Source: an optimization exercise on an open RTL-to-GDS flow (aim: small area). Production flows keep margins and buffers that such runs may drop. At most, simulation tests tie the RTL to the original design; equivalence was not proved. Only the layout flow was run in runs 4 to 6; the RTL was not checked for function there. Power is estimated from default activity; no workload was simulated. The flow treats the clock pin as an ideal source, which a real chip does not have.

--- design/flow/run.sh ---
#!/bin/bash
# synth_recipe.tcl (not shown) runs the flow's synth.tcl, then flattens the netlist and writes it again
# the make line also repeats each setting of config.mk as NAME=value (left out here)
make -C /OpenROAD-flow-scripts/flow DESIGN_CONFIG=/design/flow/config.mk WORK_HOME=/design/flow/orfs CLKGATE_MAP_FILE= SYNTH_SCRIPT=/design/flow/synth_recipe.tcl finish
--- design/flow/config.mk ---
export PLATFORM = sky130hd
export DESIGN_NAME = wire_guard
export DESIGN_NICKNAME = wire_guard
export VERILOG_FILES = /design/flow/design.v
export SDC_FILE = /design/flow/constraint.sdc
export NUM_CORES = 4
export LEC_CHECK = 0
export CAP_MARGIN = 20
export CORE_MARGIN = 2
export CORE_UTILIZATION = 40
export PLACE_DENSITY = 0.6
export SLEW_MARGIN = 20
--- design/flow/constraint.sdc ---
create_clock -name core_clock -period 35.0 [get_ports {clk}]
set_input_delay 7.0000 -clock core_clock [delete_from_list [all_inputs] [get_ports {clk}]]
set_output_delay 7.0000 -clock core_clock [all_outputs]
set_load 0.01 [all_outputs]
--- design/flow/design.v ---
module wire_guard (
    input  wire        clk,
    input  wire        rst_n,
    input  wire        cmd_valid,
    output wire        cmd_ready,
    input  wire        cmd_op,         
    input  wire [3:0]  cmd_chan,
    input  wire [15:0] cmd_cur,        
    input  wire [3:0]  cmd_csa,        
    input  wire [15:0] cmd_kcoef,      
    input  wire [9:0]  cmd_tau,        
    input  wire [10:0] cmd_dtmax,      
    input  wire [6:0]  cmd_winit,      
    input  wire        cmd_init,       
    output wire        res_valid,
    output wire [3:0]  res_chan,
    output wire [35:0] res_theta,
    output wire        res_latch
);
    localparam [35:0] DEF_THETA = 36'd2500000000;
    localparam [15:0] DEF_KCOEF = 16'd3800;
    localparam [9:0]  DEF_TAU   = 10'd40;
    localparam [10:0] DEF_DTMAX = 11'd500;
    localparam [17:0] ALPHA_N   = 18'd214748;    
    localparam [2:0] S_IDLE = 3'd0, S_INIT = 3'd1, S_X = 3'd2, S_Y = 3'd3,
                     S_Z = 3'd4, S_C = 3'd5;
    reg  [5:0] ph;
    reg  [2:0] state;
    reg  [3:0] chan;
    wire st_x = (state == S_X);
    wire st_y = (state == S_Y);
    wire st_z = (state == S_Z);
    wire st_c = (state == S_C);
    wire st_init = (state == S_INIT);
    wire st_idle = (state == S_IDLE);
    wire ph36 = (ph == 6'd36);
    wire ph31 = (ph == 6'd31);
    wire ph32 = (ph == 6'd32);
    wire ph_hi = (ph >= 6'd31);
    wire free_x = st_idle | st_init;              
    wire free_c = st_idle | st_z | st_c;          
    wire go_x = free_x & ph36 & cmd_valid & ~cmd_op;
    wire go_c = free_c & ph31 & cmd_valid & cmd_op;
    assign cmd_ready = (st_x & ph36) | (st_c & (ph == 6'd30));
    assign res_valid = (st_z | st_c) & ph31;
    assign res_chan  = chan;
    always @(posedge clk) begin
        if (!rst_n) begin
            ph    <= 6'd0;
            state <= S_INIT;
        end else begin
            ph <= ph36 ? 6'd0 : ph + 6'd1;
            if (go_x)
                state <= S_X;
            else if (go_c)
                state <= S_C;
            else case (state)
                S_INIT:  if (ph36) state <= S_IDLE;
                S_X:     if (ph36) state <= S_Y;
                S_Y:     if (ph36) state <= S_Z;
                S_Z:     if (ph31) state <= S_IDLE;
                S_C:     if (ph31) state <= S_IDLE;
                default: state <= S_IDLE;
            endcase
        end
        if (go_x | go_c)
            chan <= cmd_chan;
    end
    wire [15:0] a36, a31, b36, b12, b25;
    wire        a_head = a36[chan];
    wire        a_tap  = a31[chan];
    wire        b_head = b36[chan];
    wire        b_t12  = b12[chan];
    wire        b_t25  = b25[chan];
    wire [5:0]  ia = (ph >= 6'd32) ? ph - 6'd32 : ph + 6'd5;    
    wire [36:0] def_a = {1'b0, DEF_THETA};
    wire [36:0] def_b = {DEF_KCOEF[12:0], DEF_DTMAX, DEF_TAU, DEF_KCOEF[15:13]};
    wire        da = def_a[ia];
    wire        db = def_b[ph];
    reg  [15:0] kval;
    always @* begin
        case (cmd_csa)
            4'd1:    kval = 16'd16000;
            4'd2:    kval = 16'd9500;
            4'd3:    kval = 16'd5500;
            4'd4:    kval = 16'd3800;
            4'd5:    kval = 16'd2200;
            4'd6:    kval = 16'd1100;
            4'd7:    kval = 16'd550;
            4'd8:    kval = 16'd300;
            4'd9:    kval = 16'd140;
            4'd10:   kval = 16'd70;
            4'd11:   kval = 16'd36;
            default: kval = cmd_kcoef;
        endcase
    end
    reg kcap;                                
    always @(posedge clk) kcap <= kval[7];
    wire [36:0] cfg_b = {kval[12:0], cmd_dtmax, cmd_tau, kval[15:13]};
    wire        cb = ph31 ? kcap : cfg_b[ph];
    wire        wa;                          
    wire        wa_en = st_init | (st_y & (ph >= 6'd32)) | st_z | st_c;
    wire        wb_en = st_init | st_c;
    wire        wa_d = st_init ? da : wa;
    wire        wb_d = st_init ? db : cb;
    genvar g;
    generate
        for (g = 0; g < 16; g = g + 1) begin : g_ch
            reg  [36:0] ra;
            reg  [36:0] rb;
            wire sel = st_init | (chan == g);
            always @(posedge clk) begin
                ra <= {ra[35:32], (wa_en & sel) ? wa_d : ra[31], ra[30:0], ra[36]};
                rb <= {rb[35:0], (wb_en & sel) ? wb_d : rb[36]};
            end
            assign a36[g] = ra[36];
            assign a31[g] = ra[31];
            assign b36[g] = rb[36];
            assign b12[g] = rb[12];
            assign b25[g] = rb[25];
        end
    endgenerate
    wire [15:0] mag = cmd_cur[15] ? (~cmd_cur + 16'd1) : cmd_cur;
    reg  [17:0] alpha;
    reg  [9:0]  tau;
    reg         x1;
    always @* begin
        x1 = 1'b0;
        if (st_x & (ph < 6'd16))                       x1 = b_t12;
        if (st_z & (ph >= 6'd2) & (ph <= 6'd12))       x1 = b_t25;
        if (st_c & cmd_init & (ph <= 6'd10))           x1 = cmd_dtmax[ph[3:0]];
        if (st_c & ~cmd_init & (ph >= 6'd2) & (ph <= 6'd12)) x1 = cmd_dtmax[ph[3:0] - 4'd2];
    end
    wire [16:0] b1 = st_x ? {1'b0, mag} : (st_c & cmd_init) ? {10'd0, cmd_winit} : 17'd78125;
    reg  [16:0] acc1;
    wire [17:0] sum1 = {1'b0, acc1} + (x1 ? {1'b0, b1} : 18'd0);
    wire        out1 = sum1[0];
    always @(posedge clk)
        acc1 <= ph_hi ? 17'd0 : sum1[17:1];
    reg         bw;
    reg         sat;
    wire [36:0] R_w;
    reg  [36:0] R;
    wire        din_ok = st_y & (ph < 6'd36);
    wire        sv  = din_ok & (sat | R[36]);
    wire        tv  = din_ok & a_head;
    wire        bwi = bw & ~(st_y & (ph == 6'd0));
    wire        dif = sv ^ tv ^ bwi;
    always @(posedge clk)
        bw <= (~sv & tv) | (~(sv ^ tv) & bwi);
    wire        x2 = (st_y | st_z) ? dif : out1;
    wire [17:0] b2 = st_x ? {2'b0, mag} : st_c ? 18'd3125 : alpha;
    reg  [17:0] acc2;
    wire [18:0] sum2 = {1'b0, acc2} + (x2 ? {1'b0, b2} : 19'd0);
    wire        out2 = sum2[0];
    wire        clr2 = st_idle | st_init | (st_x & ph36) | (st_c & ph_hi);
    always @(posedge clk)
        acc2 <= clr2 ? 18'd0 : sum2[18:1];
    always @(posedge clk)
        if (st_x & ph36) sat <= |acc2;
    reg         cy;
    wire        cyi = cy & ~(st_y & ph32);
    wire        thn = out2 ^ a_tap ^ cyi;
    always @(posedge clk)
        cy <= (out2 & a_tap) | (cyi & (out2 ^ a_tap));
    reg  ge, le, dly;
    wire first  = (st_y | st_c) & ph32;
    wire gei  = first | ge;
    wire lei  = first ? ((st_c & cmd_init) ? ((cmd_winit <= 7'd50) | (cmd_dtmax == 11'd0)) : 1'b1) : le;
    wire dlyi = ~first & dly;
    wire cmp_on = ~(st_c & cmd_init);
    wire rel_f = lei & ~dlyi;                  
    wire lat_n = (st_z & gei) | (a_tap & ~rel_f);
    assign wa = ph31 ? lat_n :
                (st_y | st_z) ? thn :
                cmd_init ? (ph_hi ? 1'b0 : out2) : a_tap;
    always @(posedge clk) begin
        ge  <= (wa != out1) ? wa : gei;
        le  <= (cmp_on & (dlyi != out1)) ? out1 : lei;
        dly <= cmp_on & wa;
    end
    reg  [9:0]  rem;
    wire [4:0]  nk  = 5'd30 - ph[4:0];
    wire [10:0] rsh = {(ph == 6'd13) ? 10'd0 : rem, ALPHA_N[nk]};
    wire        qb  = (rsh >= {1'b0, tau});
    wire [10:0] rnx = qb ? rsh - {1'b0, tau} : rsh;
    always @(posedge clk) begin
        if (st_x & (ph >= 6'd3) & (ph <= 6'd12))
            tau <= {b_head, tau[9:1]};
        if (st_x & (ph >= 6'd13) & (ph <= 6'd30)) begin
            rem   <= rnx[9:0];
            alpha <= {alpha[16:0], qb};
        end
    end
    always @(posedge clk)
        R <= {R[35:0], st_x ? out2 : wa};
    generate
        for (g = 0; g < 36; g = g + 1) begin : g_res
            assign res_theta[g] = R[35 - g];
        end
    endgenerate
    assign res_latch = wa;
endmodule
==> impl_results.md, run 1 <==
* Status: no timing/DRC/antenna violations
* Gr ovfl total at 0
* Final instance area at ~40000 um^2
* Die H at just under 300 um
* Core area at 83700 um^2
* Worst-Margin Slew at 0.933 ns
* Die area at approximately 87000 um^2
* Synthesized area per cell at 14.6 um^2
* Filler-free cell count of the finished design at approximately 3700
* RR Endpoint: acc2[16]
* WS Path Type: primary input to primary output
* Pins Over Slew Limit at 0
* Antenna Violating Nets Remaining at 0
* Post-CTS sizing at 0
* Final hold vios at 0
* Skew-Pair Late Insertion Delay at approximately 0.7 ns
* Multi-input gate area at about 6300 um^2
* Hold EP: g_ch[0].rb[10]
* Peak supply drop at 0.0000494 V
* Root buf cell: clkbuf_16
* Storage element area at roughly 27000 um^2
* H-tree depth at 3
* Layout cells sized above 1 at 10.8%
* Worst clock skew at 0.0444 ns
* Dpl cells at 3482
* RSZ-0062 raised after global routing: false
* Met3 usage at under 10%
* Final setup vio count at 0
* # clock sinks at around 1300
* Area Overhead vs Synth at 18.1%
* Synth Flop Type: dfxtp_1
* Router iterations before antenna repair at 5
* Critical path startpoint category: primary input
* Area post-placement at between 30000 and 40000 um^2
* Final WL at ~57000 um
* Fin crit period at approximately 19 ns
* Met1 usage at between 10% and 20%
* CTS tree: done
* Worst-path clk slew at about 0.06 ns
* Critical Path Fanout Max at 15
* Synth Instances at 2314
* Required @ worst endpoint at 28.00 ns
* Pwr dens at ~100 nW/um^2
* Syn nets at 2452
* Unique masters post-synth at 86
* Post-synth top area share at around 75%
* Port Buffer Count at ~120
* LEAKAGE at around 0.016 uW
* Synth warn at 1
* Reg2reg setup slack at approximately 28 ns
* DR vias at between 15000 and 20000
* Die Wd at a little under 300 um
* Placement Rows at around 110
* Yosys top cell by area: dfxtp_1
* Hold crit path type: register to register
* Post-synthesis sequential area ratio at approximately 80%
* EDFF count, synth at 43
* Main area contributors after synthesis: dfxtp_1, edfxtp_1, ha_1
* Final GP Congestion at 0.852
* Vias in the first global route at approximately 17000
* R2R depth at 21
* Post-synth top cells: dfxtp_1, nor2_1, a21oi_1
* Critical Path Max Stage Delay at 0.61 ns
* All-Layer GR Usage at between 10% and 20%
* CP Capture Type: primary output
* First-pass GRT wire length at between 90000 and 100000 um
* Layout Nets at between 2000 and 3000
* Max frequency at 0.0522 GHz
* M2 GR Usage at roughly 20%
* # fillers at 7120
* Slowest CP cell: o21ai_2
* I/O Pins at between 100 and 150
* Starting density of the core at 40.4%
* Global route hottest layer: met2
* Fin crit share at between 50% and 60%
* Worst hold start: g_ch[0].rb[9]
* Asr flop ratio synth at 0%
* Total negative slack at 0 ns
* Initial DRC Count at about 910
* Yosys reg bits at approximately 1300
* DRC at 0
* Initial antenna violation count at 4
* CTS Buf Count at roughly 120
* Slew HR at about 38%
* Wire per inst at ~15 um
* Max Cap Viol at 0
* Critical path cell sequence: clkdlybuf4s50_1, mux4_2, mux2i_1, o21ai_0, o21ai_2, nor2_1, ha_1, o21ai_0, a221o_1, a21oi_1, ha_1, inv_1, fa_1, o21ai_0, and2_1, a22oi_4, inv_1, clkdlybuf4s50_1
* Clock Tree Buf Depth at 3
* Arr. time, crit path at between 10 and 15 ns
* Cell Area, Synth at around 34000 um^2
* Post-CTS setup buffer count at 0
* Largest net degree at the start of global routing at 35
* RR Startpoint: chan[0]
* Via-per-instance ratio at 4.49
* Post-DP HPWL at about 36000 um
* Hold Crit Depth at 0
* Top-count cell post-synth: dfxtp_1
* Most used cell, CP: o21ai_0
* Hold-fix buffers, CTS at 0
[placed cells by master (no fill, tap or decap), types with 7 or more instances in the layout]
cell	synthesis	final
clkbuf_8	0	15
nor4_1	8	7
mux2_4	11	11
inv_1	51	51
nor2_1	126	126
o22ai_1	9	9
a21o_1	15	15
xnor2_1	24	24
bufinv_16	0	12
mux2i_1	20	20
nor2b_1	19	19
xor2_1	21	21
clkdlybuf4s50_1	0	115
nor3_1	56	55
nand2b_1	16	16
mux2_2	12	12
clkbuf_1	24	24
and2_1	12	12
buf_4	39	13
or2_2	7	7
nand4_1	11	11
dfxtp_1	1271	1271
nand2_1	64	64
nand3b_1	7	7
clkinv_2	0	24
edfxtp_1	43	43
o21ai_0	51	51
nand3_1	16	16
clkbuf_16	0	117
a211oi_1	15	15
ha_1	60	60
a31oi_1	19	19
or3_1	12	12
o21a_1	12	12
mux4_2	28	28
a21oi_1	72	72
and3_1	12	12
[metrics by stage]
step / hold slack (ns) / total power (uW) / util (%) / setup slack [ns]
global route: 0.316 / 4110 / 47.7 / 15.60
detailed placement: 0.312 / 2660 / 42.9 / 15.91
floorplan: 0.310 / 2490 / - / 17.29
CTS: 0.305 / 3970 / 47.7 / 15.89
finish: 0.308 / 3920 / 47.7 / 15.84
global placement: 0.310 / 2670 / 42.9 / 15.92
[how the worst max path moves through the flow]
stage,endpoint,startpoint,slack [ns]
after floorplan,res_latch,cmd_dtmax[7],17.29
after global placement,res_latch,cmd_dtmax[2],15.92
after detailed placement,res_latch,cmd_dtmax[2],15.91
after CTS,res_latch,cmd_dtmax[2],15.89
after global routing,res_latch,cmd_init,15.60
final,res_latch,cmd_dtmax[2],15.84
[power by group]
group          internal, uW  total, uW  switching [uW]
logic                   163        364             201
clock network           741       1280             536
registers              2110       2280             169
total                  3010       3920             906
[kinds of logic after synthesis]
kind of cell	share of synthesized area, %
AO/OA/AOI/OAI	5.57
XOR/XNOR	1.17
multiplexers	3.82
buffers and inverters	2.20
flip-flops	79.1
AND/OR/NAND/NOR	5.58
adder cells (fa/ha/maj)	2.55
[metal layers]
layer | up-vias | share of wire [%]
met4 | 4 | 3.0
met1 | 7937 | 49
met2 | 392 | 43
met3 | 137 | 5.2
li1 | 8118 | -
met5 | - | 0.049
[state kept, by name, summed over array words and instances (netlist names)]
signal / count
g_ch.ra: 592
g_ch.rb: 592
R: 37
acc2: 18
alpha: 18
acc1: 17
rem: 10
tau: 10
ph: 6
chan: 4
state: 3
bw: 1
cy: 1
dly: 1
ge: 1
kcap: 1
le: 1
sat: 1
[worst max-delay path: cells and delay by family]
kind / cells / cell delay, ns
AO/OA/AOI/OAI: 7 / 1.84
adder cells (fa/ha/maj): 3 / 1.22
buffers and inverters: 4 / 1.13
AND/OR/NAND/NOR: 2 / 0.32
multiplexers: 2 / 0.67
[final cells by class]
type	count	share of cell area, %
flip-flops and latches	1314	67.0
multi-input cells	854	15.9
clock buffers	156	8.08
well taps	1134	3.56
repair buffers	128	3.13
clock inverters	55	1.85
inverters	53	0.499
diodes	1	0.00627
==> inputs of run 2 (changes only) <==
--- a/design/flow/config.mk
+++ b/design/flow/config.mk
@@ -8,5 +8,6 @@
 export CAP_MARGIN = 20
 export CORE_MARGIN = 2
 export CORE_UTILIZATION = 40
+export CTS_BUF_LIST = sky130_fd_sc_hd__clkbuf_4
 export PLACE_DENSITY = 0.6
 export SLEW_MARGIN = 20
==> run 2 against run 1 <==
  * Still clean on timing, DRC and antenna
  * Wire length is 3.0% higher
  * Fmax is 0.27% higher
  * Hold slack worse by 0.066 ns
  * Die area stayed put
  * Critical endpoint unchanged
  * Largest cell class unchanged
  * Highest routed layer unchanged
==> impl_results.md, run 2 <==
* Status: no timing/DRC/antenna violations
* CP Capture Type: primary output
* Pins Over Slew Limit at 0 (unchanged)
* Required @ worst endpoint at 28.00 ns (about the same)
* DR vias at 17700 (+6.8%)
* Fin crit period at 19.11 ns (-0.0524 ns)
* Synthesized area per cell at 14.6 um^2 (unchanged)
* Most common cell after layout, fill and taps aside: dfxtp_1
* Die Wd at 295 um (unchanged)
* Asr flop ratio synth at 0% (unchanged)
* CTS tree: done
* Post-synth top cells: dfxtp_1, nor2_1, a21oi_1
* Layout cells sized above 1 at 19.6% (+8.8 points)
* Port Buffer Count at 115 (unchanged)
* Synth warn at 1 (unchanged)
* Layout Nets at 2811 (+7.9%)
* Placement Rows at 106 (unchanged)
* Post-synthesis sequential area ratio at 79.1% (unchanged)
* Post-CTS sizing at 0 (unchanged)
* Post-synth top area share at 75.3% (unchanged)
* Gr ovfl total at 0 (unchanged)
* CTS Buf Count at 322 (+180%)
* Initial antenna violation count at 6 (+2)
* Fin crit share at 54.6% (-0.15 points)
* Critical Path Fanout Max at 15 (unchanged)
* Max Cap Viol at 0 (unchanged)
* Arr. time, crit path at 12.11 ns (-0.05 ns)
* Starting density of the core at 40.4% (unchanged)
* Die H at 295 um (unchanged)
* Worst Setup SP: cmd_dtmax[2]
* # clock sinks at 1314 (unchanged)
* Yosys top cell by area: dfxtp_1
* Main area contributors after synthesis: dfxtp_1, edfxtp_1, ha_1
* Post-CTS setup buffer count at 0 (unchanged)
* Core area at 83700 um^2 (unchanged)
* Hold crit path type: register to register
* Slew HR at 36.9% (-0.86 points)
* Post-DP HPWL at 35800 um (unchanged)
* Final hold vios at 0 (unchanged)
* Synth Instances at 2314 (unchanged)
* Highest-count cells in the layout ignoring fill and taps: dfxtp_1, clkbuf_4, nor2_1
* Unique masters post-synth at 86 (unchanged)
* Filler-free cell count of the finished design at 4003 (+8.3%)
* Top-count cell post-synth: dfxtp_1
* LEAKAGE at 0.0164 uW (+1.8%)
* Pwr dens at 95.3 nW/um^2 (-2.9%)
* Skew-Pair Late Insertion Delay at 1.10 ns (+0.42 ns)
* Dpl cells at 3482 (unchanged)
* Antenna Violating Nets Remaining at 0 (unchanged)
* Initial DRC Count at 816 (-11%)
* H-tree depth at 5 (+2)
* Worst-path clk slew at 0.06 ns (about the same)
* First-pass GRT wire length at 94600 um (+3.7%)
* Final setup vio count at 0 (unchanged)
* RR Startpoint: chan[0]
* Worst clock skew at 0.106 ns (+0.0612 ns)
* RSZ-0062 raised after global routing: false
* EDFF count, synth at 43 (unchanged)
* Router iterations before antenna repair at 7 (+2)
* Min Hold Slack at 0.242 ns (-0.0663 ns)
* DRC at 0 (unchanged)
* Syn nets at 2452 (unchanged)
* Worst hold start: g_ch[4].rb[13]
* Hold-fix buffers, CTS at 0 (unchanged)
* Total negative slack at 0 ns (unchanged)
* All-Layer GR Usage at 13.7% (+0.57 points)
* I/O Pins at 116 (unchanged)
* Top flop regs: g_ch.ra: 592 flops, g_ch.rb: 592 flops, R: 37 flops
* Clock Tree Buf Depth at 4 (+1)
* Critical path startpoint category: primary input
* Final GP Congestion at 0.852 (unchanged)
* Root buf cell: clkbuf_4
* Worst-Margin Slew at 0.946 ns (+0.0129 ns)
* Via-per-instance ratio at 4.42 (-1.4%)
* Vias in the first global route at 18800 (+11%)
* Area Overhead vs Synth at 17.4%
* Max frequency at 0.0523 GHz (+0.27%)
* Final WL at 58300 um (+3.0%)
* Synth Flop Type: dfxtp_1
* WS Path Type: primary input to primary output
* Final core occ at 47.4% (-0.26 points)
* Largest net degree at the start of global routing at 35 (unchanged)
* Peak supply drop at 0.0000370 V (-25%)
* Yosys reg bits at 1314 (unchanged)
* Wire per inst at 14.6 um (-5.0%)
* Die area at 86800 um^2 (unchanged)
* Cell Area, Synth at 33800 um^2 (unchanged)
[run 2: layout make-up]
cell class	instances	area, um^2
fill	7306	44000
sequential	1314	26700
multi-input combinational	854	6340
clock buffer	455	3420
tap	1134	1420
timing repair buffer	128	1250
clock inverter	59	319
inverter	53	199
antenna	6	15.0
[run 2: per-layer routing]
layer / up-vias / part of all wire [%] / track usage [%]
li1: 8697 / - / -
met1: 8411 / 48 / 18.0
met2: 480 / 44 / 20.1
met3: 121 / 5.1 / 4.31
met4: 4 / 2.5 / 7.39
met5: - / 0.048 / 0
[run 2: kinds of logic after synthesis]
family	share of synthesized area, %
buf+inv	2.20
compound gates	5.57
mux	3.82
fa+ha+maj	2.55
simple gates	5.58
xor+xnor	1.17
flops	79.1
[run 2: final timing paths]
| kind | end | slack, ns | cells after the start |
|---|---|---|---|
| worst max-delay path | res_latch | 15.89 | 18 |
| worst min-delay path | g_ch[4].rb[14] | 0.24 | 0 |
| worst max register to register | acc2[16] | 28.13 | 21 |
| worst min register to register | g_ch[4].rb[14] | 0.24 | 0 |
[run 2: critical path: stages]
cell	delay, ns
clkdlybuf4s50_1	0.50
mux4_2	0.49
mux2i_1	0.17
o21ai_0	0.17
o21ai_2	0.59
nor2_1	0.12
ha_1	0.37
a211oi_1	0.22
a221o_1	0.40
a21oi_1	0.09
ha_1	0.34
inv_1	0.07
fa_1	0.49
o21ai_0	0.07
and2_1	0.20
a22oi_4	0.25
inv_1	0.08
clkdlybuf4s50_1	0.48
[run 2: metrics by stage]
stage,cell area (um^2),total power [uW],worst slack (ns)
final,39700,3780,15.89
after global routing,39700,4010,15.60
after CTS,39700,3850,15.89
after detailed placement,35900,2660,15.91
after global placement,35900,2670,15.92
after floorplan,33800,2490,17.29
[run 2: power by group]
group	internal, uW	leakage [uW]	switching [uW]
Clock	615	0.00224	530
Combinational	163	0.00327	201
Sequential	2110	0.0109	168
==> inputs of run 3 (changes only) <==
==> design/flow/flow/run.sh (new file) <==
#!/bin/bash
set -euo pipefail
bash standard.sh \
  "CTS_ARGS=-sink_clustering_enable -repair_clock_nets -dont_use_dummy_load -buf_list sky130_fd_sc_hd__clkbuf_4" \
  "BUFFER_PORTS_ARGS=-buffer_cell sky130_fd_sc_hd__buf_1" \
  finish > flow_make.log 2>&1
==> design/flow/standard.sh (new file) <==
#!/bin/bash
# synth_recipe.tcl (not shown) runs the flow's synth.tcl, then flattens the netlist and writes it again
# the make line also repeats each setting of config.mk as NAME=value (left out here)
make -C /OpenROAD-flow-scripts/flow DESIGN_CONFIG=/design/flow/config.mk WORK_HOME=/design/flow/orfs CLKGATE_MAP_FILE= SYNTH_SCRIPT=/design/flow/synth_recipe.tcl "${@:-finish}"
--- a/design/flow/config.mk
+++ b/design/flow/config.mk
@@ -8,6 +8,5 @@
 export CAP_MARGIN = 20
 export CORE_MARGIN = 2
 export CORE_UTILIZATION = 40
-export CTS_BUF_LIST = sky130_fd_sc_hd__clkbuf_4
 export PLACE_DENSITY = 0.6
 export SLEW_MARGIN = 20
removed: design/flow/run.sh
==> run 3 against run 2 <==
  * Clock-buffer cell count fell by 127
  * Utilization down 2.4 points
  * Worst setup slack better by 0.70 ns
  * Area after synthesis stayed put
  * Clock power down 22%
  * Clock skew rose by 0.063 ns
  * Die area is the same
==> impl_results.md, run 3 <==
* Status: no timing/DRC/antenna violations
* Yosys reg bits at 1314 (unchanged)
* Via-per-instance ratio at 4.58 (+3.5%)
* Main area contributors after synthesis: dfxtp_1, edfxtp_1, ha_1
* # fillers at 7509 (+2.8%)
* Power share of the sequential group at 64.8% (+4.7 points)
* Compound-cell area share of the yosys netlist at 5.57% (unchanged)
* Initial antenna violation count at 2 (-4)
* RSZ-0062 raised after global routing: false
* Post-synthesis sequential area ratio at 79.1% (unchanged)
* Internal power at 2670 uW (-7.5%)
* Post-DP HPWL at 36300 um (+1.6%)
* Initial DRC Count at 974 (+19%)
* Post-Synth Adder-Cell Area at 2.55% (unchanged)
* Total negative slack at 0 ns (unchanged)
* CTS Buf Count at 328 (+1.9%)
* Main combinational cell family by area after synthesis: simple AND/OR/NAND/NOR gates
* Vias in the first global route at 18500 (-1.4%)
* LEAKAGE at 0.0154 uW (-6.3%)
* Root buf cell: clkbuf_4
* Arr. time, crit path at 11.41 ns (-0.70 ns)
* Peak supply drop at 0.0000358 V (-3.1%)
* Synth Instances at 2314 (unchanged)
* Top-count cell post-synth: dfxtp_1
* CTS tree: done
* Post-synthesis xor/xnor area fraction at 1.17% (unchanged)
* Sw Ratio at 24.0% (+0.25 points)
* Max frequency at 0.0543 GHz (+3.8%)
* Asr flop ratio synth at 0% (unchanged)
* Clock Tree Buf Depth at 4 (unchanged)
* Starting density of the core at 40.4% (unchanged)
* Worst-path clk slew at 0.06 ns (about the same)
* H-tree depth at 5 (unchanged)
* WS Path Type: primary input to primary output
* Fin crit share at 52.6% (-2.0 points)
* Post-synth top area share at 75.3% (unchanged)
* Hold crit path type: register to register
* P_sw at 844 uW (-6.2%)
* Post-CTS sizing at 0 (unchanged)
* Gr ovfl total at 0 (unchanged)
* Synthesized area per cell at 14.6 um^2 (unchanged)
* Post-CTS setup buffer count at 0 (unchanged)
* Required @ worst endpoint at 28.00 ns (about the same)
* Cell Area, Synth at 33800 um^2 (unchanged)
* Post-synth top cells: dfxtp_1, nor2_1, a21oi_1
* Critical path startpoint category: primary input
* DR vias at 17500 (-1.4%)
* Final WL at 57700 um (-1.0%)
* Worst-Margin Slew at 1.10 ns (+0.152 ns)
* Layout cells sized above 1 at 15.6% (-4.0 points)
* Power Total at 3510 uW (-7.1%)
* Max Cap Viol at 0 (unchanged)
* Top flop regs: g_ch.ra: 592 flops, g_ch.rb: 592 flops, R: 37 flops
* Hold-fix buffers, CTS at 0 (unchanged)
* Final setup vio count at 0 (unchanged)
* Area Overhead vs Synth at 11.5%
* Yosys top cell by area: dfxtp_1
* I/O Pins at 116 (unchanged)
* Syn nets at 2452 (unchanged)
* EDFF count, synth at 43 (unchanged)
* Antenna Violating Nets Remaining at 0 (unchanged)
* All-Layer GR Usage at 13.7% (about the same)
* Router iterations before antenna repair at 6 (-1)
* Clk pwr share at 25.7% (-4.6 points)
* Placement Rows at 106 (unchanged)
* Synth Area in Simple Gates at 5.58% (unchanged)
* Synth Flop Type: dfxtp_1
* Final GP Congestion at 0.868 (+1.9%)
* Slew HR at 26.4% (-10 points)
* Die Wd at 295 um (unchanged)
* First-pass GRT wire length at 93900 um (-0.78%)
* Core area at 83700 um^2 (unchanged)
* # clock sinks at 1314 (unchanged)
* Final hold vios at 0 (unchanged)
* Die area at 86800 um^2 (unchanged)
* CP Capture Type: primary output
* Layout Nets at 2817 (+0.21%)
* Die H at 295 um (unchanged)
* Largest net degree at the start of global routing at 35 (unchanged)
* Wire per inst at 15.1 um (+3.9%)
* Reg2reg setup slack at 28.13 ns (about the same)
* Unique masters post-synth at 86 (unchanged)
* Area post-placement at 35200 um^2 (-2.0%)
* Pwr dens at 93.2 nW/um^2 (-2.2%)
* Synth warn at 1 (unchanged)
* Final instance area at 37700 um^2 (-5.0%)
* Highest-count cells in the layout ignoring fill and taps: dfxtp_1, clkbuf_4, nor2_1
* Mux contribution to synthesized area at 3.82% (unchanged)
* Comb pwr share at 9.5% (about the same)
* Fin crit period at 18.41 ns (-0.699 ns)
* Critical Path Fanout Max at 15 (unchanged)
* Skew-Pair Late Insertion Delay at 1.11 ns (about the same)
* Worst clock skew at 0.168 ns (+0.0627 ns)
* Pins Over Slew Limit at 0 (unchanged)
* Most common cell after layout, fill and taps aside: dfxtp_1
* DRC at 0 (unchanged)
* Port Buffer Count at 115 (unchanged)
-- run 3: cell counts after synthesis --
Identical to the previous run, type by type.
-- run 3: final cells by class --
| type | instances | area, um^2 | area share, % |
|---|---|---|---|
| Timing Repair Buffer | 128 | 529 | 1.40 |
| Inverter | 53 | 199 | 0.528 |
| Sequential cell | 1314 | 26700 | 70.9 |
| Antenna cell | 3 | 7.51 | 0.0199 |
| Clock buffer | 328 | 2460 | 6.53 |
| Tap cell | 1134 | 1420 | 3.77 |
| Multi-Input combinational cell | 854 | 6330 | 16.8 |
-- run 3: logic make-up after synthesis --
family	after synthesis
simple gates	383
fa+ha+maj	66
buf+inv	146
mux	79
xor+xnor	45
flops	1314
compound gates	281
-- run 3: critical path, cell delays in order --
cell	delay [ns]
buf_1	0.12
mux4_2	0.46
mux2i_1	0.19
o21ai_0	0.15
o21ai_2	0.59
nor2_1	0.12
ha_1	0.38
a211oi_1	0.25
a221o_1	0.43
a21oi_1	0.08
ha_1	0.35
inv_1	0.07
fa_1	0.49
o21ai_0	0.07
and2_1	0.20
a22oi_4	0.25
inv_1	0.07
buf_1	0.13
-- run 3: final timing paths --
kind | from | to | cells past startpoint
max | cmd_dtmax[7] | res_latch | 18
min | g_ch[4].rb[30] | g_ch[4].rb[31] | 0
max reg2reg | chan[0] | acc2[17] | 19
min reg2reg | g_ch[4].rb[30] | g_ch[4].rb[31] | 0
-- run 3: stage by stage --
stage               setup WS [ns]  std cells  hold slack (ns)  util, %
floorplan                   17.29       2314            0.310        -
global placement            16.64       3483            0.310     42.1
detailed placement          16.61       3483            0.312     42.1
CTS                         16.58       3811            0.192     45.0
global route                16.19       3812            0.205     45.0
finish                      16.59       3814            0.221     45.0
-- run 3: per-layer routing --
| layer | routed length, um | global-route usage (%) | vias up | share of wire (%) |
|---|---|---|---|---|
| li1 | - | - | 8519 | - |
| met2 | 25000 | 19.9 | 484 | 43 |
| met3 | 3270 | 4.28 | 132 | 5.7 |
| met1 | 27800 | 18.2 | 8331 | 48 |
| met5 | 13 | 0 | - | 0.023 |
| met4 | 1570 | 7.33 | 2 | 2.7 |
-- run 3: power groups by stage --
stage / registers, uW / logic [uW] / clock network [uW]
floorplan: 2220 / 270 / 0
detailed placement: 2310 / 332 / 0
global route: 2340 / 369 / 1030
global placement: 2310 / 330 / 0
CTS: 2290 / 335 / 953
finish: 2280 / 335 / 902
==> inputs of run 4 (changes only) <==
--- a/design/flow/design.v
+++ b/design/flow/design.v
@@ -120,7 +120,8 @@
             assign b25[g] = rb[25];
         end
     endgenerate
-    wire [15:0] mag = cmd_cur[15] ? (~cmd_cur + 16'd1) : cmd_cur;
+    wire        neg = cmd_cur[15];
+    wire [15:0] mag = cmd_cur ^ {16{neg}};
     reg  [17:0] alpha;
     reg  [9:0]  tau;
     reg         x1;
@@ -133,7 +134,7 @@
     end
     wire [16:0] b1 = st_x ? {1'b0, mag} : (st_c & cmd_init) ? {10'd0, cmd_winit} : 17'd78125;
     reg  [16:0] acc1;
-    wire [17:0] sum1 = {1'b0, acc1} + (x1 ? {1'b0, b1} : 18'd0);
+    wire [17:0] sum1 = {1'b0, acc1} + (x1 ? {1'b0, b1} : 18'd0) + {17'd0, x1 & neg & st_x};
     wire        out1 = sum1[0];
     always @(posedge clk)
         acc1 <= ph_hi ? 17'd0 : sum1[17:1];
@@ -151,7 +152,7 @@
     wire        x2 = (st_y | st_z) ? dif : out1;
     wire [17:0] b2 = st_x ? {2'b0, mag} : st_c ? 18'd3125 : alpha;
     reg  [17:0] acc2;
-    wire [18:0] sum2 = {1'b0, acc2} + (x2 ? {1'b0, b2} : 19'd0);
+    wire [18:0] sum2 = {1'b0, acc2} + (x2 ? {1'b0, b2} : 19'd0) + {18'd0, x2 & neg & st_x};
     wire        out2 = sum2[0];
     wire        clr2 = st_idle | st_init | (st_x & ph36) | (st_c & ph_hi);
     always @(posedge clk)
@@ -187,10 +188,9 @@
     always @(posedge clk) begin
         if (st_x & (ph >= 6'd3) & (ph <= 6'd12))
             tau <= {b_head, tau[9:1]};
-        if (st_x & (ph >= 6'd13) & (ph <= 6'd30)) begin
-            rem   <= rnx[9:0];
+        if (st_x & (ph >= 6'd13) & (ph <= 6'd30))
             alpha <= {alpha[16:0], qb};
-        end
+        rem <= rnx[9:0];
     end
     always @(posedge clk)
         R <= {R[35:0], st_x ? out2 : wa};
==> design/flow/flow/run.sh (replaced) <==
#!/bin/bash
set -euo pipefail
bash standard.sh \
  "CTS_ARGS=-sink_clustering_enable -repair_clock_nets -dont_use_dummy_load -buf_list sky130_fd_sc_hd__clkbuf_8 -sink_clustering_size 16 -sink_clustering_max_diameter 80" \
  "BUFFER_PORTS_ARGS=-buffer_cell sky130_fd_sc_hd__buf_1" \
  finish > flow_make.log 2>&1
--- a/design/flow/config.mk
+++ b/design/flow/config.mk
@@ -5,8 +5,9 @@
 export SDC_FILE = /design/flow/constraint.sdc
 export NUM_CORES = 4
 export LEC_CHECK = 0
+export ABC_AREA = 1
 export CAP_MARGIN = 20
 export CORE_MARGIN = 2
-export CORE_UTILIZATION = 40
-export PLACE_DENSITY = 0.6
+export CORE_UTILIZATION = 60
+export PLACE_DENSITY = 0.75
 export SLEW_MARGIN = 20
==> run 4 against run 3 <==
  * Still clean
  * Sequential power is 29% lower
  * Non-clock buffer count is 5 lower
  * Area after synthesis is 0.64% lower
  * Fmax hardly changed
==> impl_results.md, run 4 <==
* Wire per inst at 16.0 um (+5.4%)
* Sw Ratio at 20.9% (-3.1 points)
* Initial DRC Count at 1019 (+4.6%)
* Router iterations before antenna repair at 7 (+1)
* Most common cell after layout, fill and taps aside: dfxtp_1
* # clock sinks at 1314 (unchanged)
* RSZ-0062 raised after global routing: false
* Multi-input gate area at 5740 um^2 (-9.3%)
* Post-CTS setup buffer count at 0 (unchanged)
* Die Wd at 241 um (-18%)
* First-pass GRT wire length at 87600 um (-6.7%)
* Layout Nets at 2926 (+3.9%)
* Hold Crit Depth at 0 (unchanged)
* Yosys reg bits at 1314 (unchanged)
* Gr ovfl total at 0 (unchanged)
* LEAKAGE at 0.0150 uW (-2.5%)
* All-Layer GR Usage at 19.5% (+5.8 points)
* Antenna Violating Nets Remaining at 0 (unchanged)
* Arr. time, crit path at 11.43 ns (+0.02 ns)
* Critical Path Fanout Max at 18 (+3)
* Hold-fix buffers, CTS at 0 (unchanged)
* CTS tree: done
* Fin crit share at 52.7% (about the same)
* Status: no timing/DRC/antenna violations
* Syn nets at 2784 (+14%)
* Unique masters post-synth at 56 (-35%)
* Total negative slack at 0 ns (unchanged)
* P_sw at 492 uW (-42%)
* Fin crit period at 18.43 ns (+0.0184 ns)
* Slew HR at 30.7% (+4.3 points)
* Power share of the sequential group at 68.9% (+4.1 points)
* Highest-count cells in the layout ignoring fill and taps: dfxtp_1, nand2_1, inv_1
* Initial antenna violation count at 4 (+2)
* Slowest CP cell: o21a_1
* Post-synth top area share at 76.4% (+1.1 points)
* CP Capture Type: primary output
* Critical path startpoint category: primary input
* Clock Tree Buf Depth at 3 (-1)
* Port Buffer Count at 115 (unchanged)
* Required @ worst endpoint at 28.00 ns (about the same)
* Clk pwr share at 27.3% (+1.6 points)
* Peak supply drop at 0.0000456 V (+27%)
* DRC at 0 (unchanged)
* Max frequency at 0.0543 GHz (about the same)
* Final GP Congestion at 0.920 (+6.0%)
* Internal power at 1860 uW (-30%)
* Main area contributors after synthesis: dfxtp_1, nand2_1, edfxtp_1
* Final WL at 56500 um (-2.2%)
* Placement Rows at 86 (-19%)
* Yosys top cell by area: dfxtp_1
* Final hold vios at 0 (unchanged)
* Starting density of the core at 60.8% (+20 points)
* R2R depth at 25 (+6)
* Synth Flop Type: dfxtp_1
* Synth warn at 1 (unchanged)
* Synth Instances at 2648 (+14%)
* Top flop regs: g_ch.ra: 592 flops, g_ch.rb: 592 flops, R: 37 flops
* Storage element area at 26600 um^2 (-0.37%)
* Cell Area, Synth at 33600 um^2 (-0.64%)
* Die area at 57900 um^2 (-33%)
* Max Cap Viol at 0 (unchanged)
* Worst-path clk slew at 0.09 ns (+0.03 ns)
* Skew-Pair Late Insertion Delay at 0.70 ns (-0.41 ns)
* Synthesized area per cell at 12.7 um^2 (-13%)
* Final setup margin at 16.57 ns (-0.0184 ns)
* DP Worst Slack at 16.65 ns (+0.0340 ns)
* # fillers at 4086 (-46%)
* Asr flop ratio synth at 0% (unchanged)
* Post-CTS sizing at 0 (unchanged)
* Core area at 55200 um^2 (-34%)
* DR vias at 17500 (+0.29%)
* Pins Over Slew Limit at 0 (unchanged)
* Via-per-instance ratio at 4.95 (+8.0%)
* Top-count cell post-synth: dfxtp_1
* Root buf cell: clkbuf_8
* WS Path Type: primary input to primary output
* Post-DP HPWL at 38800 um (+6.8%)
* Post-synth top cells: dfxtp_1, nand2_1, inv_1
* Final setup vio count at 0 (unchanged)
* H-tree depth at 3 (-2)
* Layout cells sized above 1 at 5.02% (-11 points)
* Comb pwr share at 3.8% (-5.7 points)
* Worst clock skew at 0.0469 ns (-0.121 ns)
* Area Overhead vs Synth at 6.55%
* Die H at 241 um (-18%)
* Vias in the first global route at 17100 (-7.7%)
* I/O Pins at 116 (unchanged)
* Critical path cell sequence: buf_1, inv_1, o21ai_0, nand2_1, nand2_1, a21oi_1, o311ai_1, nand2_2, nor2_1, fa_1, inv_1, o21a_1, inv_1, o211ai_1, fa_1, fa_1, a21oi_1, nand2_1, nand2_1, buf_1
* EDFF count, synth at 33 (-23%)
* Most used cell, CP: nand2_1
* Largest net degree at the start of global routing at 40 (+14%)
* Pwr dens at 65.9 nW/um^2 (-29%)
* Post-synthesis sequential area ratio at 79.3% (+0.21 points)
* Hold crit path type: register to register
* Worst-Margin Slew at 1.04 ns (-0.0581 ns)
* CTS Buf Count at 92 (-72%)
* Critical Path Max Stage Delay at 0.54 ns (-0.05 ns)
## run 4: cell types whose count changed after synthesis, sizes merged, moves of 26 or more
cell	before	now
a21oi	72	121
inv	51	186
mux2	26	0
mux4	32	0
nand2	64	367
nand3	18	91
nor2	127	165
nor3	56	14
o21ai	59	95
## run 4: cells by family (layout without fill, tap and decap cells)
logic type / after synthesis / after routing / share of synthesized area (%)
flip-flops: 1314 / 1314 / 79.3
AND/OR/NAND/NOR: 677 / 677 / 8.57
AO/OA/AOI/OAI: 303 / 303 / 5.24
buffers and inverters: 261 / 401 / 3.58
adder cells (fa/ha/maj): 63 / 63 / 2.50
XOR/XNOR: 30 / 30 / 0.782
other: 0 / 4 / 0
## run 4: final cells by class
| type | instances | area share, % |
|---|---|---|
| multi-input combinational | 1073 | 16.0 |
| clock buffer | 92 | 3.54 |
| inverter | 186 | 1.95 |
| antenna | 4 | 0.0280 |
| timing repair buffer | 123 | 1.37 |
| sequential | 1314 | 74.4 |
| tap | 748 | 2.62 |
## run 4: power by group through the flow
stage	combinational, uW	clock (uW)	sequential, uW
after floorplan	70.1	0	1640
after global placement	84.4	0	1660
after detailed placement	87.9	0	1660
after CTS	88.4	666	1630
after global routing	101	722	1630
final	89.3	644	1620
## run 4: path summary, 6_finish.rpt
kind	slack (ns)	from	endpoint
worst max register to register	28.48	ph[1]	acc2[11]
worst min-delay path	0.29	g_ch[8].ra[20]	g_ch[8].ra[21]
worst max-delay path	16.57	cmd_dtmax[2]	res_latch
worst min register to register	0.29	g_ch[8].ra[20]	g_ch[8].ra[21]
## run 4: critical path: cells and delay by family
kind                     cells  cell delay [ns]
AO/OA/AOI/OAI                6             1.53
buffers and inverters        5             0.56
AND/OR/NAND/NOR              6             0.90
adder cells (fa/ha/maj)      3             1.45
## run 4: routing by layer
metal | share of wire [%] | global-route usage, % | vias to the layer above
met5 | 0 | 0 | -
met4 | 2.7 | 6.95 | 0
met3 | 5.0 | 3.92 | 149
met2 | 45 | 30.4 | 523
met1 | 47 | 27.3 | 8189
li1 | - | - | 8657
## run 4: metrics by stage
| stage | total power [uW] | hold WS [ns] | utilization [%] | instance area [um^2] | instances |
|---|---|---|---|---|---|
| 6_report | 2360 | 0.292 | 64.8 | 35800 | 3540 |
| 3_3_place_gp | 1740 | 0.310 | 62.5 | 34500 | 3444 |
| 3_5_place_dp | 1750 | 0.312 | 62.5 | 34500 | 3444 |
| 4_1_cts | 2380 | 0.291 | 64.8 | 35800 | 3536 |
| 5_1_grt | 2460 | 0.293 | 64.8 | 35800 | 3537 |
| 2_1_floorplan | 1710 | 0.310 | - | 33600 | 2648 |
==> inputs of run 5 (changes only) <==
==> design/flow/flow/run.sh (replaced) <==
#!/bin/bash
set -euo pipefail
bash standard.sh \
  "CTS_ARGS=-sink_clustering_enable -repair_clock_nets -dont_use_dummy_load -buf_list sky130_fd_sc_hd__clkbuf_16 -sink_clustering_size 30 -sink_clustering_max_diameter 80" \
  "BUFFER_PORTS_ARGS=-buffer_cell sky130_fd_sc_hd__buf_1" \
  finish > flow_make.log 2>&1
==> run 5 against run 4 <==
  * Still clean
  * Clock-buffer cell count shrank 40
  * Sequential share of layout area shrank 0.078 points
  * Die area is the same
  * Critical path type unchanged
  * Largest power group unchanged
  * Highest routed layer unchanged
==> impl_results.md, run 5 <==
* Port Buffer Count at 115 (unchanged)
* Yosys top cell by area: dfxtp_1
* Gr ovfl total at 0 (unchanged)
* Most used cell, CP: nand2_1
* Clock Tree Buf Depth at 3 (unchanged)
* Global route hottest layer: met2
* Layout Nets at 2886 (-1.4%)
* Placement Rows at 86 (unchanged)
* Post-synth top area share at 76.4% (unchanged)
* Layout cells sized above 1 at 3.64% (-1.4 points)
* Hold-fix buffers, CTS at 0 (unchanged)
* Final GP Congestion at 0.920 (unchanged)
* Via-per-instance ratio at 4.95 (about the same)
* Critical path startpoint category: primary input
* Slew HR at 30.4% (-0.27 points)
* DRC at 0 (unchanged)
* # clock sinks at 1314 (unchanged)
* DR vias at 17300 (-1.1%)
* Largest net degree at the start of global routing at 40 (unchanged)
* Worst-Margin Slew at 1.04 ns (+0.00408 ns)
* Core area at 55200 um^2 (unchanged)
* First-pass GRT wire length at 88900 um (+1.5%)
* Pins Over Slew Limit at 0 (unchanged)
* Initial antenna violation count at 4 (unchanged)
* Peak supply drop at 0.0000510 V (+12%)
* RSZ-0062 raised after global routing: false
* Most common cell after layout, fill and taps aside: dfxtp_1
* Final WL at 57700 um (+2.2%)
* Die area at 57900 um^2 (unchanged)
* Pwr dens at 66.7 nW/um^2 (+1.2%)
* M2 GR Usage at 31.8% (+1.4 points)
* Die H at 241 um (unchanged)
* Required @ worst endpoint at 28.00 ns (about the same)
* Main area contributors after synthesis: dfxtp_1, nand2_1, edfxtp_1
* Status: no timing/DRC/antenna violations
* Fin crit share at 52.5% (-0.13 points)
* Synth warn at 1 (unchanged)
* Top flop regs: g_ch.ra: 592 flops, g_ch.rb: 592 flops, R: 37 flops
* Slowest CP cell: fa_1
* Synthesized area per cell at 12.7 um^2 (unchanged)
* Post-CTS setup buffer count at 0 (unchanged)
* H-tree depth at 2 (-1)
* Cell Area, Synth at 33600 um^2 (unchanged)
* Final core occ at 64.9% (+0.068 points)
* Worst-path clk slew at 0.10 ns (about the same)
* Post-CTS sizing at 0 (unchanged)
* # fillers at 4063 (-0.56%)
* Max Cap Viol at 0 (unchanged)
* Multi-input gate area at 5740 um^2 (unchanged)
* Storage element area at 26600 um^2 (unchanged)
* Antenna Violating Nets Remaining at 0 (unchanged)
* EDFF count, synth at 33 (unchanged)
* CP Capture Type: primary output
* Starting density of the core at 60.8% (unchanged)
* R2R depth at 25 (unchanged)
* Fin crit period at 18.38 ns (-0.0467 ns)
* Worst clock skew at 0.0586 ns (+0.0117 ns)
* Wire per inst at 16.5 um (+3.3%)
* Max frequency at 0.0544 GHz (+0.25%)
* Post-synthesis sequential area ratio at 79.3% (unchanged)
* Synth Instances at 2648 (unchanged)
* Unique masters post-synth at 56 (unchanged)
* Area Overhead vs Synth at 6.66%
* Hold Crit Depth at 0 (unchanged)
* All-Layer GR Usage at 19.8% (+0.26 points)
* Critical Path Max Stage Delay at 0.54 ns (about the same)
* CTS tree: done
* Post-synth top cells: dfxtp_1, nand2_1, inv_1
* Critical Path Fanout Max at 18 (unchanged)
* Hold crit path type: register to register
* Min Hold Slack at 0.296 ns (+0.00410 ns)
* Yosys reg bits at 1314 (unchanged)
* Top-count cell post-synth: dfxtp_1
* Router iterations before antenna repair at 9 (+2)
* Critical path cell sequence: buf_1, inv_1, o21ai_0, nand2_1, nand2_1, a21oi_1, o311ai_1, nand2_2, nor2_1, fa_1, inv_1, o21a_1, inv_1, o211ai_1, fa_1, fa_1, a21oi_1, nand2_1, nand2_1, buf_1
* Initial DRC Count at 1088 (+6.8%)
* Root buf cell: clkbuf_16
* Final hold vios at 0 (unchanged)
* LEAKAGE at 0.0150 uW (-0.14%)
* Highest-count cells in the layout ignoring fill and taps: dfxtp_1, nand2_1, inv_1
* Syn nets at 2784 (unchanged)
* Post-DP HPWL at 38800 um (unchanged)
* I/O Pins at 116 (unchanged)
* Skew-Pair Late Insertion Delay at 0.63 ns (-0.07 ns)
* CTS Buf Count at 52 (-43%)
* Synth Flop Type: dfxtp_1
* WS Path Type: primary input to primary output
* Met3 usage at 3.00% (-0.93 points)
* Die Wd at 241 um (unchanged)
* Total negative slack at 0 ns (unchanged)
* Met1 usage at 27.8% (+0.44 points)
* Vias in the first global route at 16900 (-0.93%)
* Asr flop ratio synth at 0% (unchanged)
* Final setup vio count at 0 (unchanged)
* Arr. time, crit path at 11.38 ns (-0.05 ns)
==> run 5: cell types whose count changed in the layout (fill, tap and decap cells not counted) <==
cell / delta
clkbuf_8: -92
diode_2: +1
clkbuf_16: +52
==> run 5: final cells by class <==
class | instances | area share (%)
clock buffers | 52 | 3.63
multi-input cells | 1073 | 16.0
flip-flops and latches | 1314 | 74.4
well taps | 748 | 2.61
diodes | 5 | 0.0349
repair buffers | 123 | 1.37
inverters | 186 | 1.95
==> run 5: per-layer routing <==
| layer | wire length [um] | up-vias |
|---|---|---|
| li1 | - | 8580 |
| met1 | 26900 | 8139 |
| met2 | 26400 | 481 |
| met3 | 2850 | 117 |
| met4 | 1550 | 0 |
| met5 | 0 | - |
==> run 5: kinds of logic (layout without fill, tap and decap cells) <==
kind of cell | after synthesis | in the layout | share of synthesized area (%)
flip-flops | 1314 | 1314 | 79.3
AND/OR/NAND/NOR | 677 | 677 | 8.57
other | 0 | 5 | 0
buffers and inverters | 261 | 361 | 3.58
AO/OA/AOI/OAI | 303 | 303 | 5.24
adder cells (fa/ha/maj) | 63 | 63 | 2.50
XOR/XNOR | 30 | 30 | 0.782
==> run 5: path summary, 6_finish.rpt <==
| kind | end | startpoint | slack [ns] |
|---|---|---|---|
| hold / removal | g_ch[5].ra[12] | g_ch[5].ra[11] | 0.30 |
| setup / recovery | res_latch | cmd_dtmax[2] | 16.62 |
| setup reg to reg | acc2[11] | ph[1] | 28.53 |
| hold reg to reg | g_ch[5].ra[12] | g_ch[5].ra[11] | 0.30 |
==> run 5: worst max-delay path: cells and delay by family <==
| kind | cells | cell delay, ns |
|---|---|---|
| adder cells (fa/ha/maj) | 3 | 1.45 |
| AO/OA/AOI/OAI | 6 | 1.48 |
| AND/OR/NAND/NOR | 6 | 0.90 |
| buffers and inverters | 5 | 0.56 |
==> run 5: power by group <==
part	internal, uW	switching [uW]	total, uW
Sequential	1600	28.6	1620
Clock	267	407	674
Combinational	33.2	56.0	89.2
Total	1900	491	2390
==> run 5: per-stage QoR <==
step,setup WS (ns),total power [uW],instance area (um^2),cells
after CTS,16.63,2410,35800,3496
after floorplan,17.62,1710,33600,2648
after detailed placement,16.65,1750,34500,3444
after global placement,16.80,1740,34500,3444
after global routing,16.21,2480,35800,3497
final,16.62,2390,35800,3501
==> inputs of run 6 (changes only) <==
--- a/design/flow/design.v
+++ b/design/flow/design.v
@@ -66,15 +66,15 @@
         if (go_x | go_c)
             chan <= cmd_chan;
     end
-    wire [15:0] a36, a31, b36, b12, b25;
+    wire [15:0] a36, a31, b01, b12, b25;
     wire        a_head = a36[chan];
     wire        a_tap  = a31[chan];
-    wire        b_head = b36[chan];
+    wire        b_t01  = b01[chan];
     wire        b_t12  = b12[chan];
     wire        b_t25  = b25[chan];
     wire [5:0]  ia = (ph >= 6'd32) ? ph - 6'd32 : ph + 6'd5;    
     wire [36:0] def_a = {1'b0, DEF_THETA};
-    wire [36:0] def_b = {DEF_KCOEF[12:0], DEF_DTMAX, DEF_TAU, DEF_KCOEF[15:13]};
+    wire [36:0] def_b = {DEF_TAU, DEF_KCOEF, DEF_DTMAX};
     wire        da = def_a[ia];
     wire        db = def_b[ph];
     reg  [15:0] kval;
@@ -95,8 +95,8 @@
         endcase
     end
     reg kcap;                                
-    always @(posedge clk) kcap <= kval[7];
-    wire [36:0] cfg_b = {kval[12:0], cmd_dtmax, cmd_tau, kval[15:13]};
+    always @(posedge clk) kcap <= cmd_tau[4];
+    wire [36:0] cfg_b = {cmd_tau, kval, cmd_dtmax};
     wire        cb = ph31 ? kcap : cfg_b[ph];
     wire        wa;                          
     wire        wa_en = st_init | (st_y & (ph >= 6'd32)) | st_z | st_c;
@@ -115,7 +115,7 @@
             end
             assign a36[g] = ra[36];
             assign a31[g] = ra[31];
-            assign b36[g] = rb[36];
+            assign b01[g] = rb[1];
             assign b12[g] = rb[12];
             assign b25[g] = rb[25];
         end
@@ -127,10 +127,9 @@
     reg         x1;
     always @* begin
         x1 = 1'b0;
-        if (st_x & (ph < 6'd16))                       x1 = b_t12;
-        if (st_z & (ph >= 6'd2) & (ph <= 6'd12))       x1 = b_t25;
-        if (st_c & cmd_init & (ph <= 6'd10))           x1 = cmd_dtmax[ph[3:0]];
-        if (st_c & ~cmd_init & (ph >= 6'd2) & (ph <= 6'd12)) x1 = cmd_dtmax[ph[3:0] - 4'd2];
+        if (st_x & (ph < 6'd16))                       x1 = b_t25;
+        if ((st_z | (st_c & ~cmd_init)) & (ph >= 6'd2) & (ph <= 6'd12)) x1 = b_t01;
+        if (st_c & cmd_init & (ph <= 6'd10))           x1 = cb;
     end
     wire [16:0] b1 = st_x ? {1'b0, mag} : (st_c & cmd_init) ? {10'd0, cmd_winit} : 17'd78125;
     reg  [16:0] acc1;
@@ -187,7 +186,7 @@
     wire [10:0] rnx = qb ? rsh - {1'b0, tau} : rsh;
     always @(posedge clk) begin
         if (st_x & (ph >= 6'd3) & (ph <= 6'd12))
-            tau <= {b_head, tau[9:1]};
+            tau <= {b_t12, tau[9:1]};
         if (st_x & (ph >= 6'd13) & (ph <= 6'd30))
             alpha <= {alpha[16:0], qb};
         rem <= rnx[9:0];
==> design/flow/flow/run.sh (replaced) <==
#!/bin/bash
set -euo pipefail
bash standard.sh \
  "CTS_ARGS=-sink_clustering_enable -repair_clock_nets -dont_use_dummy_load -buf_list sky130_fd_sc_hd__clkbuf_8 -sink_clustering_size 20 -sink_clustering_max_diameter 60" \
  "BUFFER_PORTS_ARGS=-buffer_cell sky130_fd_sc_hd__buf_1" \
  finish > flow_make.log 2>&1
--- a/design/flow/config.mk
+++ b/design/flow/config.mk
@@ -6,8 +6,9 @@
 export NUM_CORES = 4
 export LEC_CHECK = 0
 export ABC_AREA = 1
+export ABC_CLOCK_PERIOD_IN_PS = 35000
 export CAP_MARGIN = 20
 export CORE_MARGIN = 2
-export CORE_UTILIZATION = 60
-export PLACE_DENSITY = 0.75
+export CORE_UTILIZATION = 70
+export PLACE_DENSITY = 0.8
 export SLEW_MARGIN = 20
==> run 6 against run 5 <==
  * Still clean on timing, DRC and antenna
  * Clock-buffer cell count rose by 28
  * Via count fell by 3.5%
  * Non-clock buffer count rose by 2
  * First-iteration DRC count rose by 4.6%
  * Total power rose by 2.7%
  * Sequential power rose by 8%
  * Fmax fell by 3.1%
  * Area after synthesis fell by 1.8%
  * Utilization rose by 10 points
  * Global-route usage rose by 4.7 points
==> impl_results.md, run 6 <==
* # fillers at 2800 (-31%)
* Internal power at 1930 uW (+1.5%)
* Cell Area, Synth at 33000 um^2 (-1.8%)
* Max frequency at 0.0527 GHz (-3.1%)
* Sw Ratio at 21.4% (+0.86 points)
* Post-CTS sizing at 0 (unchanged)
* Top flop regs: g_ch.ra: 592 flops, g_ch.rb: 592 flops, R: 37 flops
* Power Total at 2450 uW (+2.7%)
* Asr flop ratio synth at 0% (unchanged)
* RSZ-0062 raised after global routing: false
* Post-synth top area share at 77.8% (+1.4 points)
* Metal3 WL at 2450 um (-14%)
* Arr. time, crit path at 11.97 ns (+0.59 ns)
* Yosys top cell by area: dfxtp_1
* Post-CTS setup buffer count at 0 (unchanged)
* Starting density of the core at 70.8% (+10 points)
* DR vias at 16700 (-3.5%)
* RR Endpoint: acc2[13]
* Final WL at 58900 um (+2.1%)
* Synthesized area per cell at 13.1 um^2 (+3.1%)
* Port Buffer Count at 115 (unchanged)
* Peak supply drop at 0.0000668 V (+31%)
* Power share of the sequential group at 71.3% (+3.3 points)
* Pwr dens at 70.3 nW/um^2 (+5.5%)
* Layout cells sized above 1 at 4.60% (+0.96 points)
* Reg2reg setup slack at 28.32 ns (-0.21 ns)
* Required @ worst endpoint at 28.00 ns (about the same)
* Router iterations before antenna repair at 6 (-3)
* Critical Path Max Stage Delay at 0.61 ns (+0.07 ns)
* Via-per-instance ratio at 5.12 (+3.6%)
* Synth warn at 1 (unchanged)
* Most common cell after layout, fill and taps aside: dfxtp_1
* Core area at 46600 um^2 (-16%)
* Top sig layer: met4
* # clock sinks at 1314 (unchanged)
* Slowest CP cell: fa_1
* CTS Buf Count at 80 (+54%)
* CTS tree: done
* Largest net degree at the start of global routing at 29 (-28%)
* Worst clock skew at 0.0844 ns (+0.0258 ns)
* Clock Tree Buf Depth at 3 (unchanged)
* Final setup vio count at 0 (unchanged)
* Fin crit period at 18.97 ns (+0.592 ns)
* CP endpoint: res_latch
* Synth Instances at 2521 (-4.8%)
* Slew HR at 33.4% (+3.0 points)
* Hold crit path type: register to register
* Final GP Congestion at 0.880 (-4.3%)
* Max Cap Viol at 0 (unchanged)
* Layout Nets at 2787 (-3.4%)
* Placement Rows at 79 (-8.1%)
* EDFF count, synth at 33 (unchanged)
* Skew-Pair Late Insertion Delay at 0.71 ns (+0.08 ns)
* First-pass GRT wire length at 93400 um (+5.0%)
* Top-count cell post-synth: dfxtp_1
* WL met2 at 27900 um (+5.4%)
* LEAKAGE at 0.0147 uW (-1.7%)
* Unique masters post-synth at 53 (-5.4%)
* Antenna Violating Nets Remaining at 0 (unchanged)
* All-Layer GR Usage at 24.5% (+4.7 points)
* Worst-Margin Slew at 0.998 ns (-0.0464 ns)
* Metal-1 WL at 26800 um (-0.32%)
* Post-synth top cells: dfxtp_1, nand2_1, inv_1
* H-tree depth at 3 (+1)
* Status: no timing/DRC/antenna violations
* Worst Setup SP: cmd_csa[3]
* Most used cell, CP: nand2_1
* Pins Over Slew Limit at 0 (unchanged)
* Initial DRC Count at 1138 (+4.6%)
* Wire per inst at 18.1 um (+9.7%)
* WS Path Type: primary input to primary output
* I/O Pins at 116 (unchanged)
* Comb pwr share at 3.6% (about the same)
* Critical Path Fanout Max at 9 (-9)
* Total negative slack at 0 ns (unchanged)
* Die Wd at 221 um (-8.1%)
* CP Capture Type: primary output
* Die area at 48800 um^2 (-16%)
* Critical path startpoint category: primary input
* Worst-path clk slew at 0.11 ns (about the same)
* RR Startpoint: ph[1]
* Clk pwr share at 25.1% (-3.1 points)
* P_sw at 526 uW (+7.0%)
* Final hold vios at 0 (unchanged)
* Area Overhead vs Synth at 5.76%
* Syn nets at 2652 (-4.7%)
* Die H at 221 um (-8.1%)
* ANT cells at 0 (-5)
* R2R depth at 23 (-8.0%)
* Synth Flop Type: dfxtp_1
* Fin crit share at 54.2% (+1.7 points)
* Main area contributors after synthesis: dfxtp_1, nand2_1, edfxtp_1
* DRC at 0 (unchanged)
* Highest-count cells in the layout ignoring fill and taps: dfxtp_1, nand2_1, inv_1
* Post-synthesis sequential area ratio at 80.8% (+1.5 points)
* Post-DP HPWL at 39700 um (+2.2%)
* Initial antenna violation count at 2 (-2)
* Yosys reg bits at 1314 (unchanged)
* Gr ovfl total at 0 (unchanged)
* Root buf cell: clkbuf_8
* Hold-fix buffers, CTS at 0 (unchanged)
* Vias in the first global route at 17100 (+1.1%)
run 6: cell count changes in the layout (fill, tap and decap cells not counted), moves of 8 or more:
cell,before,now
clkbuf_8,0,80
clkbuf_16,52,0
o21ai_1,12,1
o22ai_1,12,4
nor2_1,157,125
inv_1,179,170
a22oi_1,26,46
nand2_1,359,308
nand4_1,18,9
nand3_1,86,76
run 6: cell families (layout without fill, tap and decap cells):
logic type               after synthesis  count (layout)  synth area share, %
adder cells (fa/ha/maj)               58              58                 2.36
buffers and inverters                249             382                 3.44
XOR/XNOR                              28              28                0.744
flip-flops                          1314            1314                 80.8
multiplexers                           2               2               0.0607
AO/OA/AOI/OAI                        299             299                 5.26
AND/OR/NAND/NOR                      571             571                 7.33
run 6: area by class of cell:
class,instances,area [um^2],area share [%]
Tap cell,607,759,2.18
Timing Repair Buffer,125,507,1.45
Clock buffer,80,1100,3.16
Sequential cell,1314,26600,76.4
Inverter,177,664,1.91
Multi-Input combinational cell,958,5190,14.9
run 6: power by group through the flow:
stage | logic (uW) | clock network (uW) | registers, uW
final | 89.2 | 614 | 1750
after global placement | 86.0 | 0 | 1770
after global routing | 100 | 677 | 1760
after floorplan | 66.9 | 0 | 1750
after CTS | 88.7 | 628 | 1750
after detailed placement | 88.2 | 0 | 1780
run 6: worst max-delay path, delay by kind of cell:
| kind | cells | cell delay [ns] |
|---|---|---|
| compound gates | 4 | 1.00 |
| fa+ha+maj | 4 | 1.92 |
| simple gates | 12 | 1.44 |
| buf+inv | 5 | 0.61 |
run 6: metal layers:
| metal | track usage (%) | up-vias |
|---|---|---|
| met5 | 0 | - |
| met4 | 8.44 | 0 |
| met3 | 4.10 | 114 |
| met2 | 40.1 | 409 |
| met1 | 33.5 | 7953 |
| li1 | - | 8229 |
run 6: worst min path at each step:
stage                            to  depth (start not counted)  slack (ns)             from
floorplan            g_ch[0].ra[10]                          0        0.31    g_ch[0].ra[9]
global placement     g_ch[1].rb[22]                          0        0.31   g_ch[1].rb[21]
detailed placement  g_ch[11].rb[14]                          0        0.31  g_ch[11].rb[13]
CTS                           R[28]                          0        0.27            R[27]
global route                  R[28]                          0        0.27            R[27]
finish                        R[28]                          0        0.27            R[27]
run 6: through the flow:
step	hold slack (ns)	instances	instance area (um^2)	utilization, %	worst slack (ns)
2_1_floorplan	0.310	2521	33000	-	17.09
3_3_place_gp	0.310	3181	33800	72.5	16.26
3_5_place_dp	0.312	3181	33800	72.5	16.06
4_1_cts	0.274	3261	34900	74.9	16.04
5_1_grt	0.272	3261	34900	74.9	15.59
6_report	0.270	3261	34900	74.9	16.03

## what the ideal ports hide
How much do the figures lean on ideal ports? The routed layouts below were timed once more, with nothing changed but the port constraints. Step 1 (the two cells are an assumption about what drives the block):
set clk [get_ports {clk}]
set_driving_cell -lib_cell sky130_fd_sc_hd__clkbuf_16 $clk
set_driving_cell -lib_cell sky130_fd_sc_hd__buf_2 [delete_from_list [all_inputs] $clk]
Step 2 also shifts input and output timing later by t, the mid clock arrival at the registers, as if the neighbouring blocks saw the same clock. a / b / c = ideal ports / drivers / drivers and shift; a / b = the first two.
run	t (ns)	slack for setup (ns)	clock arrival spread, ns	worst data-port slew with drivers (ns)	cell pins on the clock port's net
run 1	0.712	15.839 / 15.813 / 15.813	0.046 / 0.046	0.09	1
run 2	1.089	15.892 / 15.865 / 15.865	0.141 / 0.141	0.09	1
run 3	1.074	16.591 / 16.565 / 16.565	0.178 / 0.178	0.09	1
run 4	0.729	16.572 / 16.549 / 16.549	0.056 / 0.056	0.10	1
run 5	0.660	16.619 / 16.596 / 16.596	0.060 / 0.061	0.09	1
run 6	0.725	16.027 / 15.989 / 15.989	0.086 / 0.086	0.06	1
After both steps every run listed still meets setup and hold. For run 6, which loses most, drivers alone change the setup slack by -0.038 ns; drivers and shift together by -0.038 ns.
